This design comes from an exercise in tuning for small area, a short achievable clock period and few clock cycles on the open sky130 flow, not from production work. Function was checked by simulation only, so behaviour that the tests miss may differ from the original. No activity file was given, so power comes from the tool's default toggle rates.

==> flow/design.v, too long to show whole: its modules and the start of the top module <==
// module folio_dec: 3967 lines
module folio_dec (
    input  wire        clk,
    input  wire        rst,
    input  wire        start,
    input  wire        cfg_explicit,
    input  wire [1:0]  cfg_book,
    input  wire [17:0] cfg_len,       
    output wire        idle,
    input  wire        in_valid,
    input  wire [7:0]  in_data,
    output reg         in_ready,
    output reg         tok_valid,
    input  wire        tok_ready,
    output reg         tok_copy,
    output wire [3:0]  tok_lit,
    output reg  [15:0] tok_dist,
    output reg  [12:0] tok_len,
    output reg         done,
    output reg  [2:0]  res_code,
    output reg  [7:0]  res_detail,
    output wire [31:0] res_nibble,
    output wire [31:0] res_bit
);
  // ...
==> flow/run.sh <==
#!/bin/bash
# synth_recipe.tcl (not shown) runs the flow's synth.tcl, then flattens the netlist and writes it again
# the make line also repeats each setting of config.mk as NAME=value (left out here)
make -C /OpenROAD-flow-scripts/flow DESIGN_CONFIG=/design/flow/config.mk WORK_HOME=/design/flow/orfs CLKGATE_MAP_FILE= SYNTH_SCRIPT=/design/flow/synth_recipe.tcl finish
==> flow/config.mk <==
export PLATFORM = sky130hd
export DESIGN_NAME = folio_dec
export DESIGN_NICKNAME = folio_dec
export VERILOG_FILES = /design/flow/design.v
export SDC_FILE = /design/flow/constraint.sdc
export NUM_CORES = 4
export LEC_CHECK = 0
export CAP_MARGIN = 20
export CORE_MARGIN = 2
export CORE_UTILIZATION = 35
export PLACE_DENSITY = 0.5
export SETUP_SLACK_MARGIN = 5
export SLEW_MARGIN = 20
export TNS_END_PERCENT = 0
==> flow/constraint.sdc <==
create_clock -name core_clock -period 10.0 [get_ports {clk}]
set_input_delay 2.0000 -clock core_clock [delete_from_list [all_inputs] [get_ports {clk}]]
set_output_delay 2.0000 -clock core_clock [all_outputs]
set_load 0.01 [all_outputs]
==> reports/qor.csv, run 1 <==
stage,metric,value,unit
place,dp_slack,1.78,ns
worst_hold_path,min_to,cL[3],
run_status,status,no timing/DRC/antenna violations,
layout,syn2layout_area_growth,18.6,%
layout,top_regs,"tab x847, ends x105, r1 x90",
worst_hold_path,hold_path_class,flop to flop,
layout,n_all_buffers,782,
grt,grt_util_all_layers,39.6,%
floorplanning,initial_core_util,35.1,%
layout,multi_input_area_share,43.9,%
layout,layout_common_cells,"1346 x edfxtp_1, 931 x nand2_1, 665 x nor2_1",
logic_synthesis,yosys.area_share.xor_xnor,2.18,%
setup_path,critPathTopFamily,compound AO/OA/AOI/OAI gates,
timing,fin_hold_ws,0.430,ns
setup_path,rr_startpoint,blo[12],
cts,cts_inserted_buffers,160,
setup_path,max_stage_delay,1.14,ns
timing,fin_crit,6.29,ns
timing,hold_viol_final,0,
logic_synthesis,synth_top_family_by_area,compound AO/OA/AOI/OAI gates,
cts,cts_tree,done,
route,viasPerCell,6.71,
layout,nClkBuffers,197,
setup_path,crit_path_start_kind,flop,
floorplanning,dieWidth,508,µm
power,leakagePower,37.8,nW
route,wl_met3,63600,µm
logic_synthesis,synthTopCellsByArea,"edfxtp_1 45%, mux2_2 8.3%, nand2_1 4.1%, o21ai_0 3.6%, a22oi_1 3.4%",
grt,use_met3,12.2,%
layout,buffer_area_share,7.16,%
cts,cts_resized,404,
worst_hold_path,hold_start,bL[3],
layout,final_common_cell,edfxtp_1,
place,port_buffers,144,
route,drc,0,
layout,seq_share,38.7,%
cts,hold_buffers,0,
timing,worst_pin_slew,1.39,ns
Testbench counts, summed over its fixed seeds: cycles 46,686.
==> inputs of run 2 (changes only) <==
--- a/flow/design.v
+++ b/flow/design.v
@@ -3648,23 +3648,31 @@
         b_enough = 1'b1;
         for (i = 1; i <= 26; i = i + 1)
             if (b_E == i) b_enough = vm[W - i];
     end
     wire       b_k9r = b_k9 && vm[W - 10] && ge({14'd0, bb[W-1 -: 10]}, 24'd766);
     wire       stall = tok_valid && !tok_ready;
     wire       b_go    = bv && !stall && (btr || b_e0 || b_enough || b_k9r || nomore);
     wire       b_shift = bv && !btr && !b_e0 && b_enough && !stall;
-    wire       a_ok   = st_dec && !stall && (!bv || (b_go && b_e0 && !btr));
+    wire       a_ok   = st_dec && !stall && (!bv || (b_e0 && !btr));
     wire       a_go   = a_ok && (a_le || nomore);
     wire       a_sh   = a_ok && a_le;
     wire [W-1:0] bb_e = bb_m << b_E;
     wire [24:0]  bc_es = ksa({18'd0, bc_m}, {19'h7ffff, ~b_E}, 1'b1);
     wire [W-1:0] bb_l = bb_m << a_L;
-    wire [24:0]  bc_ls = ksa({18'd0, bc_m}, {20'hfffff, ~a_L}, 1'b1);
+    reg  [5:0]   bc_lsel;
+    reg  [24:0]  bc_sub;
+    always @(*) begin
+        bc_lsel = 6'd0;
+        for (i = 1; i <= 15; i = i + 1) begin
+            bc_sub = ksa({18'd0, bc_m}, ~(24'd0 + i), 1'b1);
+            if (oh[i]) bc_lsel = bc_lsel | bc_sub[5:0];
+        end
+    end
     wire [43:0] c_t   = sym_c(csym);
     wire        c_lit = c_t[43];
     wire        c_run = c_t[42];
     wire        c_up  = c_t[41];
     wire        c_mat = c_t[40];
     wire        c_eot = c_t[39];
     wire        c_j31 = c_t[38];
     wire        c_k9  = c_t[37];
@@ -3863,17 +3871,17 @@
                 end
             end
             if (st_dec) begin
                 if (b_shift) begin
                     bb <= bb_e;
                     bc <= bc_es[5:0];
                 end else if (a_sh) begin
                     bb <= bb_l;
-                    bc <= bc_ls[5:0];
+                    bc <= bc_lsel;
                 end else begin
                     bb <= bb_m;
                     bc <= bc_m;
                 end
             end
             if (a_ok) begin
                 bv <= a_go;
                 btr  <= !a_le;
--- a/flow/config.mk
+++ b/flow/config.mk
@@ -6,9 +6,8 @@
 export NUM_CORES = 4
 export LEC_CHECK = 0
 export CAP_MARGIN = 20
 export CORE_MARGIN = 2
 export CORE_UTILIZATION = 35
 export PLACE_DENSITY = 0.5
 export SETUP_SLACK_MARGIN = 5
 export SLEW_MARGIN = 20
-export TNS_END_PERCENT = 0
==> reports/qor.csv, run 2 <==
stage,metric,value,unit,change
run_status,status,no timing/DRC/antenna violations,,unchanged
logic_synthesis,async_flop_share,0,%,unchanged
layout,fin_nets,9938,,was 9571
logic_synthesis,ys_ff_latch,1366,,unchanged
cts,cts_inserted_buffers,161,,was 160
setup_path,crit_path_start_kind,flop,,unchanged
grt,antenna_found_initial,81,,was 63
timing,fin_crit,6.22,ns,was 6.29 ns
timing,worst_pin_slew,1.25,ns,was 1.39 ns
setup_path,cp_max_fo,28,,was 36
timing,fmax,161,MHz,was 159 MHz
timing,slew-limit-headroom,15.6,%,was 7.64%
floorplanning,coreArea,257000,µm²,was 253000 µm²
layout,final_common_cell,edfxtp_1,,unchanged
logic_synthesis,synth-edff-count,1346,,unchanged
layout,top_regs,"tab x847, ends x105, r1 x90",,unchanged
floorplanning,die_y,512,µm,was 508 µm
route,drtIter0Drc,14500,,was 13600
layout,drive_gt1_share,26.7,%,was 21.5%
logic_synthesis,yosys.area_share.xor_xnor,2.20,%,was 2.18%
logic_synthesis,avgSynthCellArea,9.85,µm²,about the same
logic_synthesis,synth_flop_cell,edfxtp_1,,unchanged
route,drt_pass1_iterations,10,,was 9
grt,grt_pass1_wl,743000,µm,was 706000 µm
logic_synthesis,synthTopCellsByArea,"edfxtp_1 45%, mux2_2 7.9%, nand2_1 3.6%, o21ai_0 3.4%, mux2i_1 3.3%",,"was edfxtp_1 45%, mux2_2 8.3%, nand2_1 4.1%, o21ai_0 3.6%, a22oi_1 3.4%"
route,routed-via-count,90100,,was 86200
layout,syn2layout_area_growth,24.2,%,was 18.6%
grt,grt_pass1_vias,81600,,was 79400
cts,cts_sinks,1366,,unchanged
logic_synthesis,synthCells,9178,,was 9039
worst_hold_path,hold_path_class,flop to flop,,unchanged
timing,rsz0062_at_grt,true,,unchanged
cts,cts-root-buf,clkbuf_16,,unchanged
setup_path,cp_data_arrival_time,6.81,ns,was 6.97 ns
floorplanning,num_io_pins,147,,unchanged
grt,grt_util_all_layers,41.0,%,was 39.6%
cts,hold_buffers,0,,unchanged
place,gp_congestion,1.12,,was 1.09
cts,clk_pin_slew_worst_paths,0.06,ns,about the same
logic_synthesis,synth_top_area_share,44.7,%,was 45.4%
logic_synthesis,synth_top_family_by_area,compound AO/OA/AOI/OAI gates,,unchanged
floorplanning,initial_core_util,35.2,%,was 35.1%
place,port_buffers,144,,unchanged
timing,setup_viol,0,,unchanged
cts,htree_levels,4,,unchanged
logic_synthesis,synth_fa_ha_area_share,3.58,%,was 3.47%
floorplanning,die_area,262000,µm²,was 258000 µm²
route,drc,0,,unchanged
floorplanning,row_count,186,,was 185
logic_synthesis,synth.area.mux_share,11.4,%,was 10.3%
power,leakagePower,40.6,nW,was 37.8 nW
power,peakVddDrop,0.000141,V,was 0.000182 V
place,numPlacedInstances,12300,,was 12200
layout,layout_common_cells,"1346 x edfxtp_1, 784 x nand2_1, 633 x buf_4",,"was 1346 x edfxtp_1, 931 x nand2_1, 665 x nor2_1"
cts,clk_latency,0.90,ns,was 0.88 ns
grt,grt_max_degree,135,,was 130
logic_synthesis,yosysTopAreaCell,edfxtp_1,,unchanged
setup_path,cp-end-kind,flop,,unchanged
logic_synthesis,synth_compound_area_share,18.5,%,was 19.1%
logic_synthesis,synth-simple-area-share,14.6,%,was 14.5%
logic_synthesis,synth_common_cells,"1346 x edfxtp_1, 863 x nand2_1, 726 x nor2_1",,"was 1346 x edfxtp_1, 962 x nand2_1, 729 x nor2_1"
route,wirelength,562000,µm,was 533000 µm
layout,largest_register_ffs,847,,unchanged
cts,cts_tree,done,,unchanged
logic_synthesis,yosysUniqueCellTypes,107,,was 101
place,placed_cell_area,96400,µm²,was 95300 µm²
place,place_hpwl,413000,µm,was 390000 µm
timing,fin_crit_sh,62.2,%,was 62.9%
layout,fin_area,112000,µm²,was 106000 µm²
layout,fin_cells,13200,,was 12800
timing,worst_clock_skew,0.0952,ns,was 0.0733 ns
grt,grt_overflow,0,,unchanged
floorplanning,dieWidth,512,µm,was 508 µm
timing,hold_viol_final,0,,unchanged
route,drtAntennaViolNets,0,,unchanged
timing,slew_viol_final,0,,unchanged
cts,clockBufferDepth,3,,unchanged
logic_synthesis,synth_warnings,5,,unchanged
layout,regMostFlops,tab,,unchanged
route,viasPerCell,6.82,,was 6.71
power,power_density,142,nW/µm²,was 146 nW/µm²
route,wl_per_cell,42.5,µm,was 41.6 µm
timing,fin_tns_setup,0,ns,unchanged
logic_synthesis,synth_most_common_cell,edfxtp_1,,unchanged
flow_run,drv_cap,0,,unchanged
logic_synthesis,syn-cell-area,90400,µm²,was 89100 µm²
logic_synthesis,synth-seq-area-share,45.1,%,was 45.8%
power,p_total,16.0,mW,was 15.4 mW
setup_path,worst-setup-path-type,flop to flop,,unchanged
setup_path,critPathRequiredTime,10.59,ns,was 10.68 ns
==> run 2: cell types whose count changed in the layout (fill, tap and decap cells not counted), moves of 39 or more <==
| cell | before | now |
|---|---|---|
| a221o_1 | 86 | 37 |
| a22oi_1 | 379 | 330 |
| buf_4 | 511 | 633 |
| buf_6 | 42 | 97 |
| mux2i_1 | 149 | 266 |
| nand2_1 | 931 | 784 |
| nor2_1 | 665 | 615 |
| o21ai_0 | 583 | 544 |
==> run 2: metal layers <==
layer  GRT usage, %  part of all wire, %  routed length, µm  vias up
li1               -                    -                  -    35900
met1           54.1                   39             222000    45600
met2           59.2                   41             232000     7020
met3           13.5                   12              69500     1582
met4           21.9                  6.9              38700       28
met5              0                0.036                203        -
==> run 2: final cells by class <==
| class | instances | area (µm²) |
|---|---|---|
| fillers | 24500 | 145000 |
| multi-input cells | 6810 | 50100 |
| flip-flops and latches | 1366 | 40800 |
| repair buffers | 1015 | 10100 |
| well taps | 3384 | 4230 |
| clock buffers | 184 | 4140 |
| clock inverters | 112 | 1510 |
| inverters | 296 | 1240 |
| diodes | 53 | 133 |
| repair inverters | 4 | 43.8 |
==> run 2: logic make-up after synthesis <==
kind of cell / Yosys count
buffers and inverters: 1010
adder cells (fa/ha/maj): 251
AO/OA/AOI/OAI: 2565
XOR/XNOR: 227
other: 1
AND/OR/NAND/NOR: 2817
multiplexers: 941
flip-flops: 1366
==> run 2: through the flow <==
step	setup WS (ns)	hold slack, ns	utilization (%)
5_1_grt	3.83	0.435	43.7
3_3_place_gp	1.88	0.410	37.5
4_1_cts	3.97	0.427	42.5
2_1_floorplan	4.79	0.400	-
6_report	3.78	0.419	43.7
3_5_place_dp	2.12	0.411	37.5
==> run 2: worst paths after layout <==
check | from | endpoint | slack, ns | cells after the start
worst max-delay path | book[1] | bb[1] | 3.78 | 18
worst min-delay path | bL[2] | cL[2] | 0.42 | 0
worst min register to register | bL[2] | cL[2] | 0.42 | 0
worst max register to register | book[1] | bb[1] | 3.78 | 18
==> run 2: critical path, stage by stage (launching register included) <==
cell and delay (ns):
edfxtp_1 0.45, buf_6 0.35, nor2_1 0.28, nand2_1 0.56, nand2_1 0.27, a2111oi_1 0.78, nand3b_1 0.22, nor4_2 0.36
nand4_1 0.46, a2111oi_0 0.85, o32ai_1 0.17, nand3_1 0.17, o2111ai_4 0.17, o2111ai_4 0.16, buf_12 0.21, buf_6 0.12
buf_8 0.12, mux2i_1 0.19, nor2b_1 0.07
==> run 2: repair_timing <==
action | CTS | global route
setup endpoints to repair | 1700 | 1280
gates cloned | 27 | 10
pin swaps | 175 | 161
setup buffers | 352 | 138
gates resized for setup | 785 | 386
==> run 2: power by group <==
| part | switching, mW | internal [mW] | leakage (nW) |
|---|---|---|---|
| sequential | 0.284 | 6.53 | 12.6 |
| combinational | 1.77 | 0.988 | 25.4 |
| clock | 2.73 | 3.71 | 2.72 |
Testbench counts of run 2, summed over its fixed seeds: cycles 46,686.
==> inputs of run 3 (changes only) <==
--- a/flow/config.mk
+++ b/flow/config.mk
@@ -11,3 +11,4 @@
 export PLACE_DENSITY = 0.5
 export SETUP_SLACK_MARGIN = 5
 export SLEW_MARGIN = 20
+export TNS_END_PERCENT = 5
==> reports/qor.csv, run 3 <==
stage,metric,value,unit,change
run_status,status,no timing/DRC/antenna violations,,unchanged
flow_run,drv_cap,0,,unchanged
grt,grt_max_degree,135,,unchanged
logic_synthesis,synth_most_common_cell,edfxtp_1,,unchanged
logic_synthesis,avgSynthCellArea,9.85,µm²,unchanged
place,port_buffers,144,,unchanged
timing,fin_crit_sh,63.8,%,was 62.2%
grt,grt_util_all_layers,39.3,%,was 41.0%
timing,setup_viol,0,,unchanged
timing,worst_pin_slew,1.24,ns,was 1.25 ns
logic_synthesis,synth_common_cells,"1346 x edfxtp_1, 863 x nand2_1, 726 x nor2_1",,unchanged
place,place_hpwl,384000,µm,was 413000 µm
setup_path,cp_data_arrival_time,6.92,ns,was 6.81 ns
power,peakVddDrop,0.000191,V,was 0.000141 V
cts,htree_levels,4,,unchanged
setup_path,cp_max_fo,23,,was 28
setup_path,crit_path_start_kind,flop,,unchanged
cts,clk_latency,0.90,ns,about the same
timing,fin_hold_ws,0.437,ns,was 0.419 ns
power,leakagePower,39.6,nW,was 40.6 nW
layout,layout_common_cells,"1346 x edfxtp_1, 834 x nand2_1, 668 x nor2_1",,"was 1346 x edfxtp_1, 784 x nand2_1, 633 x buf_4"
place,placed_cell_area,96100,µm²,was 96400 µm²
place,dp_slack,1.91,ns,was 2.12 ns
setup_path,cp-end-kind,flop,,unchanged
grt,grt_pass1_vias,81900,,was 81600
logic_synthesis,async_flop_share,0,%,unchanged
timing,slew_viol_final,0,,unchanged
cts,cts_sinks,1366,,unchanged
layout,fin_area,110000,µm²,was 112000 µm²
logic_synthesis,synth_flop_cell,edfxtp_1,,unchanged
timing,rsz0062_at_grt,true,,unchanged
place,numPlacedInstances,12300,,about the same
timing,worst_clock_skew,0.0869,ns,was 0.0952 ns
cts,cts_inserted_buffers,163,,was 161
layout,final_common_cell,edfxtp_1,,unchanged
timing,slew-limit-headroom,15.9,%,was 15.6%
grt,grt_pass1_wl,718000,µm,was 743000 µm
logic_synthesis,synth_warnings,5,,unchanged
grt,antenna_found_initial,75,,was 81
power,p_total,15.5,mW,was 16.0 mW
setup_path,critPathRequiredTime,10.54,ns,was 10.59 ns
layout,regMostFlops,tab,,unchanged
logic_synthesis,synth-seq-area-share,45.1,%,unchanged
timing,hold_viol_final,0,,unchanged
route,drc,0,,unchanged
layout,largest_register_ffs,847,,unchanged
floorplanning,row_count,186,,unchanged
route,drtIter0Drc,14700,,was 14500
layout,drive_gt1_share,23.5,%,was 26.7%
setup_path,slowest_stage,a2111oi_0,,unchanged
setup_path,path_cells,buf_12 -> buf_4 -> buf_4 -> nor2b_2 -> nand2_1 -> nor2_1 -> buf_4 -> a21oi_1 -> o221ai_1 -> nor4_1 -> o2111a_1 -> nand4_1 -> a2111oi_0 -> o32ai_2 -> nand3_1 -> o2111ai_4 -> o2111ai_4 -> buf_12 -> buf_12 -> or2_4 -> o22ai_2,,was buf_6 -> nor2_1 -> nand2_1 -> nand2_1 -> a2111oi_1 -> nand3b_1 -> nor4_2 -> nand4_1 -> a2111oi_0 -> o32ai_1 -> nand3_1 -> o2111ai_4 -> o2111ai_4 -> buf_12 -> buf_6 -> buf_8 -> mux2i_1 -> nor2b_1
logic_synthesis,synth-edff-count,1346,,unchanged
setup_path,critPathBufInv,6,,was 4
cts,clockBufferDepth,3,,unchanged
worst_hold_path,hold_path_class,flop to flop,,unchanged
floorplanning,num_io_pins,147,,unchanged
logic_synthesis,syn-cell-area,90400,µm²,unchanged
cts,clk_pin_slew_worst_paths,0.06,ns,about the same
layout,fin_cells,13100,,was 13200
logic_synthesis,yosysUniqueCellTypes,107,,unchanged
layout,syn2layout_area_growth,21.2,%,was 24.2%
grt,grt_overflow,0,,unchanged
logic_synthesis,synth_top_area_share,44.7,%,unchanged
layout,top_regs,"tab x847, ends x105, r1 x90",,unchanged
route,routed-via-count,89900,,was 90100
logic_synthesis,ys_ff_latch,1366,,unchanged
layout,fin_nets,9835,,was 9938
route,wl_per_cell,41.0,µm,was 42.5 µm
logic_synthesis,synthTopCellsByArea,"edfxtp_1 45%, mux2_2 7.9%, nand2_1 3.6%, o21ai_0 3.4%, mux2i_1 3.3%",,unchanged
floorplanning,initial_core_util,35.2,%,unchanged
cts,cts-root-buf,clkbuf_16,,unchanged
place,gp_congestion,1.15,,was 1.12
layout,final_core_util,42.7,%,was 43.7%
floorplanning,die_area,262000,µm²,unchanged
timing,fin_tns_setup,0,ns,unchanged
power,power_density,141,nW/µm²,was 142 nW/µm²
logic_synthesis,yosysTopAreaCell,edfxtp_1,,unchanged
setup_path,max_stage_delay,1.01,ns,was 0.85 ns
route,viasPerCell,6.85,,was 6.82
timing,fin_crit,6.38,ns,was 6.22 ns
timing,fin_ws,3.62,ns,was 3.78 ns
logic_synthesis,synthCells,9178,,unchanged
setup_path,worst-setup-path-type,flop to flop,,unchanged
timing,fmax,157,MHz,was 161 MHz
floorplanning,dieWidth,512,µm,unchanged
route,drt_pass1_iterations,11,,was 10
route,wirelength,538000,µm,was 562000 µm
cts,cts_tree,done,,unchanged
floorplanning,coreArea,257000,µm²,unchanged
route,drtAntennaViolNets,0,,unchanged
floorplanning,die_y,512,µm,unchanged
setup_path,critPathTopFamily,compound AO/OA/AOI/OAI gates,,was simple AND/OR/NAND/NOR gates
## run 3: cells by family after synthesis
family | after synthesis | share of synthesized area [%]
AO/OA/AOI/OAI | 2565 | 18.5
multiplexers | 941 | 11.4
flip-flops | 1366 | 45.1
XOR/XNOR | 227 | 2.20
adder cells (fa/ha/maj) | 251 | 3.58
other | 1 | 0.00415
AND/OR/NAND/NOR | 2817 | 14.6
buffers and inverters | 1010 | 4.55
## run 3: routing by layer
| layer | GRT usage (%) | part of all wire (%) | vias to the layer above |
|---|---|---|---|
| li1 | - | - | 35700 |
| met2 | 55.2 | 40 | 7380 |
| met3 | 15.6 | 14 | 1910 |
| met4 | 21.6 | 7.1 | 72 |
| met1 | 51.0 | 39 | 44900 |
| met5 | 1.44 | 0.17 | - |
## run 3: area by class of cell
cell class	instances	area, µm²
diodes	52	130
clock buffers	193	4210
clock inverters	106	1170
fillers	24800	147000
inverters	296	1200
multi-input cells	6809	48500
flip-flops and latches	1366	40800
well taps	3384	4230
repair buffers	914	9270
repair inverters	1	5.00
## run 3: final timing paths
path                              start      to  slack [ns]  cells after the start
worst max register to register  bidx[4]  bb[15]        3.62                     21
worst min-delay path              bL[1]   cL[1]        0.44                      0
worst max-delay path            bidx[4]  bb[15]        3.62                     21
worst min register to register    bL[1]   cL[1]        0.44                      0
## run 3: report_power, final
group / leakage, nW / internal [mW] / total, mW / switching (mW)
clock: 2.60 / 3.47 / 6.18 / 2.72
combinational: 24.4 / 0.840 / 2.48 / 1.64
sequential: 12.6 / 6.52 / 6.80 / 0.270
total: 39.6 / 10.8 / 15.5 / 4.62
## run 3: worst register-to-register path, cell delays in order, from the launching register on
cell       delay [ns]
edfxtp_1         0.41
buf_12           0.17
buf_4            0.24
buf_4            0.28
nor2b_2          0.26
nand2_1          0.31
nor2_1           0.11
buf_4            0.20
a21oi_1          0.14
o221ai_1         0.23
nor4_1           0.66
o2111a_1         0.42
nand4_1          0.40
a2111oi_0        1.02
o32ai_2          0.14
nand3_1          0.21
o2111ai_4        0.18
o2111ai_4        0.13
buf_12           0.20
buf_12           0.15
or2_4            0.18
o22ai_2          0.08
## run 3: repair_timing
action | CTS | global route
cloned | 42 | 4
hold buffers | 0 | 0
buffers inserted | 327 | 74
endpoints found under the setup margin | 1695 | 1861
gates resized for setup | 660 | 142
pin swaps | 151 | 65

## port drivers added, routing unchanged
Ports are ideal in the flow. The routed layouts listed here were re-timed in OpenROAD. Step 1 sets driving cells, clkbuf_16 on the clock port and buf_2 on the other inputs (assumed; they add their load-dependent delay and slew). Step 2 times the ports against the registers' clock, not the clock port: input delays grow and output delays shrink by t, the midpoint of the rising clock arrivals with the driver on. a / b / c = ideal / step 1 / step 2; a / b = the first two.
run	t (ns)	slack for setup (ns)	worst slew at a driven data input, ns	pins driven straight from the clock port
run 1	0.955	3.706 / 3.706 / 3.706	0.08	1
run 2	0.941	3.780 / 3.780 / 3.780	0.05	1
run 3	0.949	3.622 / 3.622 / 3.622	0.15	1
After both steps every run listed still meets setup and hold.
